What follows belongs to an exercise in optimizing a design on an open flow for small area and a short achievable clock period; a production flow would make more cautious choices.
Function was checked by simulation only, so behaviour that the tests miss may differ from the original.
Power is estimated from default activity; no workload was simulated.

==> flow/design.v <==
module lsi_core (
    input  wire        clk,
    input  wire        rst,           
    input  wire        start,         
    input  wire        stop,          
    input  wire [12:0] pc_init,       
    input  wire [3:0]  seq_id,        
    input  wire [31:0] mbox_in,       
    output wire        imem_en,
    output wire [12:0] imem_addr,     
    input  wire [31:0] imem_rdata,    
    output reg         dmem_en,
    output reg         dmem_we,
    output reg  [3:0]  dmem_be,
    output reg  [12:0] dmem_addr,     
    output reg  [31:0] dmem_wdata,
    input  wire [31:0] dmem_rdata,    
    output reg  [2:0]  state,
    output reg         halted,
    output reg  [2:0]  fault_code,
    output reg  [12:0] fault_pc,
    output reg  [4:0]  flags,         
    output reg  [3:0]  depth,
    output reg         evt_valid,
    output reg  [2:0]  evt_num,
    output reg  [31:0] mbox_out
);
    localparam ST_STOPPED = 3'd0;
    localparam ST_IDLE    = 3'd1;
    localparam ST_RUN     = 3'd2;
    localparam ST_FAULT   = 3'd4;
    localparam F_ILLEGAL  = 3'd1;
    localparam F_MISALIGN = 3'd2;
    localparam F_ADDR     = 3'd3;
    localparam F_STACK    = 3'd4;
    localparam F_SREG     = 3'd5;
    localparam P2_REDIR = 2'd0;
    localparam P2_LOAD  = 2'd1;
    localparam P2_MUL   = 2'd2;
    reg [31:0] g [0:15];
    reg [12:0] stack [0:7];
    reg [12:0] fpc;
    reg [12:0] ex_pc;
    reg        ex_valid;
    reg        phase;
    reg [1:0]  p2_kind;
    reg [3:0]  p2_rd;
    reg [1:0]  p2_size;        
    reg [1:0]  p2_off;
    reg [31:0] mul_a, mul_b;
    reg        stop_pend;
    reg [31:0] rxb;
    reg [15:0] rec_flags;
    reg [31:0] cycles;
    wire zf = flags[0];
    wire nf = flags[1];
    wire cf = flags[2];
    wire tf = flags[3];
    wire ff = flags[4];
    assign imem_en   = (state == ST_RUN);
    assign imem_addr = fpc;
    wire [31:0] ins = imem_rdata;
    wire [5:0]  op  = ins[31:26];
    wire [3:0]  rd  = ins[25:22];
    wire [3:0]  ra  = ins[21:18];
    wire [3:0]  rb  = ins[17:14];
    wire [17:0] imm = ins[17:0];
    wire [12:0] tgt = ins[12:0];
    wire [7:0]  sreg = ins[7:0];
    wire [31:0] imm_s = {{14{imm[17]}}, imm};
    wire [31:0] imm_z = {14'd0, imm};
    wire [31:0] va = g[ra];
    wire [31:0] vb = g[rb];
    wire [31:0] vd = g[rd];
    wire exec = (state == ST_RUN) && ex_valid && !phase && !stop_pend;
    wire        is_imm = op[4];
    wire [31:0] opb = (op == 6'h10 || op == 6'h17) ? imm_s :
                      is_imm ? imm_z : vb;
    wire [4:0]  shamt = opb[4:0];
    wire [32:0] sum  = {1'b0, va} + {1'b0, opb};
    wire [32:0] diff = {1'b0, va} - {1'b0, opb};
    wire [31:0] shl  = va << shamt;
    wire [31:0] shr  = va >> shamt;
    wire        shl_c = (shamt == 5'd0) ? cf : va[5'd0 - shamt];
    wire        shr_c = (shamt == 5'd0) ? cf : va[shamt - 5'd1];
    wire [4:0]  ext_pos = ins[13:9];
    wire [5:0]  ext_len = {1'b0, ins[8:4]} + 6'd1;
    wire [31:0] ext_sh  = va >> ext_pos;
    wire [31:0] ext_msk = (ext_len == 6'd32) ? 32'hFFFF_FFFF : ((32'd1 << ext_len) - 32'd1);
    wire [31:0] ext_res = ext_sh & ext_msk;
    reg  [5:0]  clz_res;
    integer k;
    always @(*) begin
        clz_res = 6'd32;
        for (k = 0; k < 32; k = k + 1)
            if (va[k]) clz_res = 6'd31 - k[5:0];
    end
    wire [31:0] ea = va + imm_s;
    wire        is_load  = (op == 6'h18 || op == 6'h19 || op == 6'h1A);
    wire        is_store = (op == 6'h1B || op == 6'h1C || op == 6'h1D);
    wire [1:0]  msize = (op == 6'h18 || op == 6'h1B) ? 2'd2 :
                        (op == 6'h19 || op == 6'h1C) ? 2'd1 : 2'd0;
    wire        ea_bad = (ea > 32'h0000_7FFF);
    wire        ea_mis = (msize == 2'd2) ? (ea[1:0] != 2'b00) :
                         (msize == 2'd1) ? ea[0] : 1'b0;
    reg cond_ok;
    always @(*) begin
        case (rd)
            4'd0:  cond_ok = 1'b1;
            4'd1:  cond_ok = zf;
            4'd2:  cond_ok = !zf;
            4'd3:  cond_ok = cf;
            4'd4:  cond_ok = !cf;
            4'd5:  cond_ok = nf;
            4'd6:  cond_ok = !nf;
            4'd7:  cond_ok = tf;
            4'd8:  cond_ok = !tf;
            4'd9:  cond_ok = ff;
            4'd10: cond_ok = !ff;
            4'd11: cond_ok = cf && !zf;
            4'd12: cond_ok = !cf || zf;
            default: cond_ok = 1'b0;
        endcase
    end
    wire [31:0] dbnz_val = vd - 32'd1;
    reg [31:0] sreg_rval;
    always @(*) begin
        case (sreg)
            8'h06: sreg_rval = {27'd0, flags};
            8'h0A: sreg_rval = rxb;
            8'h0C: sreg_rval = {16'd0, rec_flags};
            8'h0E: sreg_rval = mbox_in;
            8'h0F: sreg_rval = mbox_out;
            8'h11: sreg_rval = cycles;
            8'h13: sreg_rval = {28'd0, seq_id};
            default: sreg_rval = 32'd0;
        endcase
    end
    wire rds_bad = (sreg > 8'h13);
    wire wrs_bad = !(sreg == 8'h06 || sreg == 8'h0A || sreg == 8'h0C || sreg == 8'h0F) ||
                   (sreg == 8'h0A && (vd[1:0] != 2'b00 || vd > 32'h0000_7DFC));
    reg        wr_en;
    reg [31:0] wr_val;
    reg        set_zn, set_z, set_c;
    reg        new_c;
    reg [2:0]  fcode;
    reg        two_cycle;
    reg        redirect;
    reg [12:0] redir_pc;
    reg        do_halt, do_done, do_evt, do_push, do_pop, do_wrs;
    always @(*) begin
        wr_en = 1'b0;
        wr_val = 32'd0;
        set_zn = 1'b0;
        set_z = 1'b0;
        set_c = 1'b0;
        new_c = 1'b0;
        fcode = 3'd0;
        two_cycle = 1'b0;
        redirect = 1'b0;
        redir_pc = tgt;
        do_halt = 1'b0;
        do_done = 1'b0;
        do_evt = 1'b0;
        do_push = 1'b0;
        do_pop = 1'b0;
        do_wrs = 1'b0;
        case (op)
            6'h00, 6'h3E: ;                                          
            6'h01, 6'h10: begin wr_en = 1'b1; wr_val = sum[31:0];  set_zn = 1'b1; set_c = 1'b1; new_c = sum[32]; end
            6'h02:        begin wr_en = 1'b1; wr_val = diff[31:0]; set_zn = 1'b1; set_c = 1'b1; new_c = !diff[32]; end
            6'h0D, 6'h17: begin                 wr_val = diff[31:0]; set_zn = 1'b1; set_c = 1'b1; new_c = !diff[32]; end
            6'h03, 6'h11: begin wr_en = 1'b1; wr_val = va & opb; set_zn = 1'b1; end
            6'h04, 6'h12: begin wr_en = 1'b1; wr_val = va | opb; set_zn = 1'b1; end
            6'h05, 6'h13: begin wr_en = 1'b1; wr_val = va ^ opb; set_zn = 1'b1; end
            6'h06, 6'h14: begin wr_en = 1'b1; wr_val = shl; set_zn = 1'b1; set_c = 1'b1; new_c = shl_c; end
            6'h07, 6'h15: begin wr_en = 1'b1; wr_val = shr; set_zn = 1'b1; set_c = 1'b1; new_c = shr_c; end
            6'h08:        begin wr_en = 1'b1; wr_val = (va < vb) ? va : vb; set_zn = 1'b1; end
            6'h09:        begin wr_en = 1'b1; wr_val = (va < vb) ? vb : va; set_zn = 1'b1; end
            6'h0A:        begin two_cycle = 1'b1; end               
            6'h0B:        begin wr_en = 1'b1; wr_val = ext_res; set_zn = 1'b1; end
            6'h0C:        begin wr_en = 1'b1; wr_val = {26'd0, clz_res}; set_z = 1'b1; end
            6'h16:        begin wr_en = 1'b1; wr_val = {imm, 14'd0}; end
            6'h18, 6'h19, 6'h1A, 6'h1B, 6'h1C, 6'h1D: begin
                if (ea_bad)      fcode = F_ADDR;
                else if (ea_mis) fcode = F_MISALIGN;
                two_cycle = is_load;
            end
            6'h20: begin                                            
                if (rd > 4'd12) fcode = F_ILLEGAL;
                else if (cond_ok) begin two_cycle = 1'b1; redirect = 1'b1; end
            end
            6'h21: begin                                            
                wr_en = 1'b1; wr_val = dbnz_val;
                if (rd != 4'd0 && dbnz_val != 32'd0) begin two_cycle = 1'b1; redirect = 1'b1; end
            end
            6'h22: begin                                            
                if (depth == 4'd8) fcode = F_STACK;
                else begin two_cycle = 1'b1; redirect = 1'b1; do_push = 1'b1; end
            end
            6'h23: begin                                            
                if (depth == 4'd0) fcode = F_STACK;
                else begin two_cycle = 1'b1; redirect = 1'b1; do_pop = 1'b1; redir_pc = stack[depth[2:0] - 3'd1]; end
            end
            6'h24: begin two_cycle = 1'b1; redirect = 1'b1; redir_pc = va[14:2]; end    
            6'h25: do_halt = 1'b1;
            6'h26: do_done = 1'b1;
            6'h27: do_evt = 1'b1;
            6'h28: begin                                            
                if (rds_bad) fcode = F_SREG;
                else begin wr_en = 1'b1; wr_val = sreg_rval; end
            end
            6'h29: begin                                            
                if (wrs_bad) fcode = F_SREG;
                else do_wrs = 1'b1;
            end
            default: fcode = F_ILLEGAL;
        endcase
    end
    wire fault = exec && (fcode != 3'd0);
    wire ok    = exec && (fcode == 3'd0);
    always @(*) begin
        dmem_en    = ok && (is_load || is_store);
        dmem_we    = ok && is_store;
        dmem_addr  = ea[14:2];
        dmem_be    = (msize == 2'd2) ? 4'b1111 :
                     (msize == 2'd1) ? (ea[1] ? 4'b1100 : 4'b0011) :
                     (4'b0001 << ea[1:0]);
        dmem_wdata = (msize == 2'd2) ? vd :
                     (msize == 2'd1) ? {vd[15:0], vd[15:0]} :
                     {vd[7:0], vd[7:0], vd[7:0], vd[7:0]};
    end
    reg [31:0] ld_val;
    always @(*) begin
        case (p2_size)
            2'd2:    ld_val = dmem_rdata;
            2'd1:    ld_val = p2_off[1] ? {16'd0, dmem_rdata[31:16]} : {16'd0, dmem_rdata[15:0]};
            default: ld_val = {24'd0, dmem_rdata[8*p2_off +: 8]};
        endcase
    end
    wire [31:0] mul_res = mul_a * mul_b;
    integer i;
    always @(posedge clk) begin
        if (rst) begin
            state <= ST_STOPPED;
            halted <= 1'b0;
            fault_code <= 3'd0;
            fault_pc <= 13'd0;
            flags <= 5'd0;
            depth <= 4'd0;
            evt_valid <= 1'b0;
            evt_num <= 3'd0;
            mbox_out <= 32'd0;
            fpc <= 13'd0;
            ex_pc <= 13'd0;
            ex_valid <= 1'b0;
            phase <= 1'b0;
            p2_kind <= P2_REDIR;
            p2_rd <= 4'd0;
            p2_size <= 2'd0;
            p2_off <= 2'd0;
            mul_a <= 32'd0;
            mul_b <= 32'd0;
            stop_pend <= 1'b0;
            rxb <= 32'd0;
            rec_flags <= 16'd0;
            cycles <= 32'd0;
            for (i = 0; i < 16; i = i + 1) g[i] <= 32'd0;
            for (i = 0; i < 8; i = i + 1) stack[i] <= 13'd0;
        end else begin
            cycles <= cycles + 32'd1;
            evt_valid <= 1'b0;
            case (state)
                ST_STOPPED, ST_IDLE: begin
                    if (start) begin
                        state <= ST_RUN;
                        halted <= 1'b0;
                        fpc <= pc_init;
                        ex_valid <= 1'b0;
                        phase <= 1'b0;
                        stop_pend <= 1'b0;
                    end
                end
                ST_FAULT: begin
                    state <= ST_STOPPED;
                    flags <= 5'd0;
                    depth <= 4'd0;
                    ex_valid <= 1'b0;
                    phase <= 1'b0;
                    stop_pend <= 1'b0;
                    for (i = 0; i < 16; i = i + 1) g[i] <= 32'd0;
                    for (i = 0; i < 8; i = i + 1) stack[i] <= 13'd0;
                end
                ST_RUN: begin
                    ex_pc <= fpc;
                    if (stop) stop_pend <= 1'b1;
                    if (phase) begin
                        phase <= 1'b0;
                        fpc <= fpc + 13'd1;
                        ex_valid <= 1'b1;
                        if (p2_kind == P2_LOAD) begin
                            if (p2_rd != 4'd0) g[p2_rd] <= ld_val;
                        end else if (p2_kind == P2_MUL) begin
                            if (p2_rd != 4'd0) g[p2_rd] <= mul_res;
                            flags[0] <= (mul_res == 32'd0);
                            flags[1] <= mul_res[31];
                        end
                    end else if (!ex_valid) begin
                        fpc <= fpc + 13'd1;
                        ex_valid <= 1'b1;
                    end else if (stop_pend) begin
                        state <= ST_STOPPED;
                        ex_valid <= 1'b0;
                    end else if (fault) begin
                        state <= ST_FAULT;
                        fault_code <= fcode;
                        fault_pc <= ex_pc;
                        ex_valid <= 1'b0;
                    end else begin
                        if (wr_en && rd != 4'd0) g[rd] <= wr_val;
                        if (set_zn) begin
                            flags[0] <= (wr_val == 32'd0);
                            flags[1] <= wr_val[31];
                        end
                        if (set_z) flags[0] <= (wr_val == 32'd0);
                        if (set_c) flags[2] <= new_c;
                        if (do_wrs) begin
                            case (sreg)
                                8'h06: flags <= vd[4:0];
                                8'h0A: rxb <= vd;
                                8'h0C: rec_flags <= vd[15:0];
                                default: mbox_out <= vd;
                            endcase
                        end
                        if (do_push) begin
                            stack[depth[2:0]] <= ex_pc + 13'd1;
                            depth <= depth + 4'd1;
                        end
                        if (do_pop) depth <= depth - 4'd1;
                        if (do_evt) begin
                            evt_valid <= 1'b1;
                            evt_num <= ins[2:0];
                        end
                        if (do_halt || do_done) begin
                            state <= do_halt ? ST_STOPPED : ST_IDLE;
                            halted <= do_halt;
                            ex_valid <= 1'b0;
                        end else if (two_cycle) begin
                            phase <= 1'b1;
                            ex_valid <= 1'b0;
                            fpc <= redirect ? redir_pc : fpc;
                            p2_kind <= is_load ? P2_LOAD : (op == 6'h0A) ? P2_MUL : P2_REDIR;
                            p2_rd <= rd;
                            p2_size <= msize;
                            p2_off <= ea[1:0];
                            mul_a <= va;
                            mul_b <= vb;
                        end else begin
                            fpc <= fpc + 13'd1;
                            ex_valid <= 1'b1;
                        end
                    end
                end
                default: state <= ST_STOPPED;
            endcase
        end
    end
endmodule
==> flow/run.sh <==
#!/bin/bash
# synth_recipe.tcl (not shown) runs the flow's synth.tcl, then flattens the netlist and writes it again
# the make line also repeats each setting of config.mk as NAME=value (left out here)
make -C /OpenROAD-flow-scripts/flow DESIGN_CONFIG=/design/flow/config.mk WORK_HOME=/design/flow/orfs CLKGATE_MAP_FILE= SYNTH_SCRIPT=/design/flow/synth_recipe.tcl finish
==> flow/config.mk <==
export PLATFORM = sky130hd
export DESIGN_NAME = lsi_core
export DESIGN_NICKNAME = lsi_core
export VERILOG_FILES = /design/flow/design.v
export SDC_FILE = /design/flow/constraint.sdc
export NUM_CORES = 4
export LEC_CHECK = 0
export CAP_MARGIN = 20
export CORE_MARGIN = 2
export CORE_UTILIZATION = 40
export SLEW_MARGIN = 20
==> flow/constraint.sdc <==
create_clock -name core_clock -period 11.0 [get_ports {clk}]
set_input_delay 2.2000 -clock core_clock [delete_from_list [all_inputs] [get_ports {clk}]]
set_output_delay 2.2000 -clock core_clock [all_outputs]
set_load 0.01 [all_outputs]
==> results.txt <==
XOR/XNOR Fraction of Synth Area=2.06%; Worst-path clk slew=0.06 ns; Synth Area per Inst=9.54 um^2; vias post-DR=77,000; WHS Path Cells=1; Routed met3 length=57,200 um; Power Total=10.8 mW; top-area cell type share of the netlist area=22.8%; HPWL after DPL=328,000 um; # rows=165; Commonest cells post-synth=nor2_1, nand2_1, inv_1; Die Span X=455 um; Core Util, Final=45.3%; share of cells above drive strength 1=15.3%; metal2 WL=181,000 um; mux cell area share after synthesis=17.1%; M1 WL=168,000 um; Worst EP required=8.80 ns; Startpoint Class=input pin; crit-path max cell delay=0.60 ns; Final period util=97.2%; Clock Path Buffers=3; R2R cell count=29; wire length per cell=38.9 um; delay-heaviest family, CP=compound AO/OA/AOI/OAI gates; Final GP Congestion=1.11; initial antenna violation count=54; critical path class=input pin to output port; DR top layer=met5; status=finished clean; clk_skew=0.0786 ns; sequential share of the synthesized area=28.9%; Max-slew headroom=12.5%; setup ws final=0.304 ns; Initial Utilization=40.2%; Sink Count=864; Final Hold Fails=0; Layout Area Growth over Synthesis=12.6%; simple logic cell fraction of the synthesized area=16.1%; Post-DRT Antenna Nets=0; area leader, netlist=edfxtp_1; Post-CTS Setup Inserts=0; pre-CTS WS=-0.267 ns; crit path capture type=output port; largest net degree at the start of global routing=89; Placeable Area=202,000 um^2; root buffer cell=clkbuf_16; Post-Route WL=444,000 um; Worst R2R Setup Slack=1.82 ns; Final setup viols=0; WP depth=21; DR pass1 iterations=9; VDD IR-drop max=0.130 mV; worst r2r dst=g[8][29]; FFs w/ async S/R, synth=0%; top-count cell post-synth=nor2_1; RSZ-0062 raised after global routing=no; nets=9,453; vias in the first global route=73,500; Synthesis Warnings=1; Post-Syn Area=81,200 um^2; DIE HEIGHT=455 um; Crit Reg-Reg Startpoint=mul_b[3]; Pleak=35.7 nW; largest family of logic cells by synthesized area=multiplexers; Least-Margin Pin Slew=1.28 ns; CTS tree=done; Max Fclk=0.0935 GHz; Area contributors post-synth=edfxtp_1, mux4_2, fa_1, dfxtp_1, nor2_1; Post-synth EDFFs=616; TNS Setup=0 ns; total gr overflow=0; GRT Resource Usage Total=42.3%; residual DRC count=0; CP Cell Sequence=buf_4 -> buf_12 -> mux4_2 -> a22o_1 -> a221oi_2 -> buf_4 -> inv_2 -> ha_1 -> or4_1 -> o21bai_1 -> a2111o_1 -> a31oi_1 -> mux2i_1 -> a2111oi_2 -> o2111ai_1 -> nor4_2 -> a31o_2 -> buf_12 -> nand3_1 -> nor4_1 -> clkdlybuf4s50_1; worst min-delay path class=flop to flop; Synth Flop Type=edfxtp_1; max-slew violation count=0; clock period minus worst slack=10.70 ns; first-pass GRT wire length=606,000 um; Post-Synth Adder-Cell Area=14.7%; CP max-delay cell=clkdlybuf4s50_1; die area=207,000 um^2; Distinct cells, synth=110; Via density=6.75; worst skew pair latency=0.84 ns; Post-Synthesis Cells=8,516; Critical Path Fanout Max=28; Max Cap Violations=0; Compound-Gate Fraction of Synth Area=14.2%; Power per Cell Area=118 nW/um^2; Top Ports=247; DRT iter0 DRCs=12,100; Hold Path End=rxb[25]; fillers=19,300; post-synthesis register bit count=864; Critical Path AT=8.50 ns; CP bufs+invs=6; min-delay src=rxb[25]; cts bufs inserted=100; H-tree depth=3; IO buf count=246
==> sequential cells by signal (all words and copies together) (netlist names), 16 cells and up <==
signal and flops:
g 512, stack 104, cycles 32, mbox_out 32, mul_a 32, mul_b 32, rxb 32, rec_flags 16
==> worst max path at each step <==
stage / slack (ns) / start / end
detailed placement: -0.27 / imem_rdata[19] / dmem_we
finish: 0.30 / imem_rdata[18] / dmem_we
global placement: -0.22 / imem_rdata[19] / dmem_we
floorplan: 0.67 / imem_rdata[20] / dmem_we
global route: 0.02 / imem_rdata[18] / dmem_we
CTS: 0.07 / imem_rdata[19] / dmem_we
==> placed cells by master, fill, tap and decap left out, types with 62 or more instances in the layout <==
cell type,count
fa_1,412
a21o_1,69
and2_1,182
clkbuf_16,100
inv_1,673
nor3_1,155
xnor2_1,112
xor2_1,77
nand2_1,820
a211oi_1,71
a22oi_1,74
ha_1,294
o21ai_0,259
a21oi_1,405
clkdlybuf4s50_1,228
mux2i_1,220
nor2_1,1153
dfxtp_1,246
buf_4,415
mux2_2,70
nand3_1,179
o211ai_1,74
a22o_1,62
mux4_2,463
edfxtp_1,616
==> cells by family after synthesis <==
logic type,Yosys count
XOR/XNOR,191
flip-flops,864
AO/OA/AOI/OAI,1669
multiplexers,771
adder cells (fa/ha/maj),706
other,2
AND/OR/NAND/NOR,2923
buffers and inverters,1390
==> where the power goes <==
part	total, mW	switching (mW)	internal, mW	leakage, nW
Combinational	3.57	2.46	1.11	25.7
Clock	3.52	1.59	1.93	1.63
Sequential	3.69	0.112	3.58	8.35
Total	10.8	4.16	6.62	35.7
==> area by class of cell <==
type	instances	area, um^2	area share, %
sequential	864	23500	25.7
antenna	28	70.1	0.0766
clock inverter	68	751	0.821
inverter	695	2610	2.85
multi-input combinational	6293	52700	57.7
timing repair buffer	676	5820	6.37
clock buffer	119	2650	2.90
tap	2672	3340	3.66
==> stage by stage <==
stage | area (um^2) | hold WS (ns) | std cells
after floorplan | 81300 | 0.425 | 8547
after global placement | 87800 | 0.442 | 11200
after detailed placement | 87900 | 0.444 | 11200
after CTS | 91300 | 0.461 | 11400
after global routing | 91400 | 0.478 | 11400
final | 91500 | 0.456 | 11400
==> worst reg2reg max path: cells and delay by family (launching register included) <==
family	cells	cell delay, ns
simple gates	5	0.58
xor+xnor	1	0.51
flops	1	0.93
compound gates	5	1.63
fa+ha+maj	9	4.36
buf+inv	9	0.87
==> timing repair <==
action / 4_1_cts / 5_1_grt
setup endpoints to repair: 2 / 1
gates resized for setup: 3 / 4
gates cloned: 0 / 0
hold buffers: 0 / 0
==> metal layers <==
| metal | track usage (%) | vias up |
|---|---|---|
| li1 | - | 31000 |
| met1 | 54.7 | 38900 |
| met2 | 59.3 | 5786 |
| met3 | 13.9 | 1332 |
| met4 | 29.6 | 34 |
| met5 | 0 | - |

-- afterwards: timing with drivers on the ports --
Ports are ideal in the flow. The routed layout listed here was re-timed in OpenROAD. Step 1: set_driving_cell puts a clkbuf_16 on clk and a buf_2 on each other input, an assumption about the parent block. Step 2 times the ports against the registers' clock, not the clock port: input delays grow and output delays shrink by t, the midpoint of the rising clock arrivals with the driver on. Three values: no drivers, after step 1, after step 2; two values: the first two.
shift t [ns]: 0.887
setup slack, ns: 0.304 / 0.274 / 0.274
worst register clock-pin slew, ns: 0.07 / 0.07
After both steps this run still meets setup and hold. The setup slack of this run moves by -0.030 ns with the drivers and by -0.030 ns with both steps.
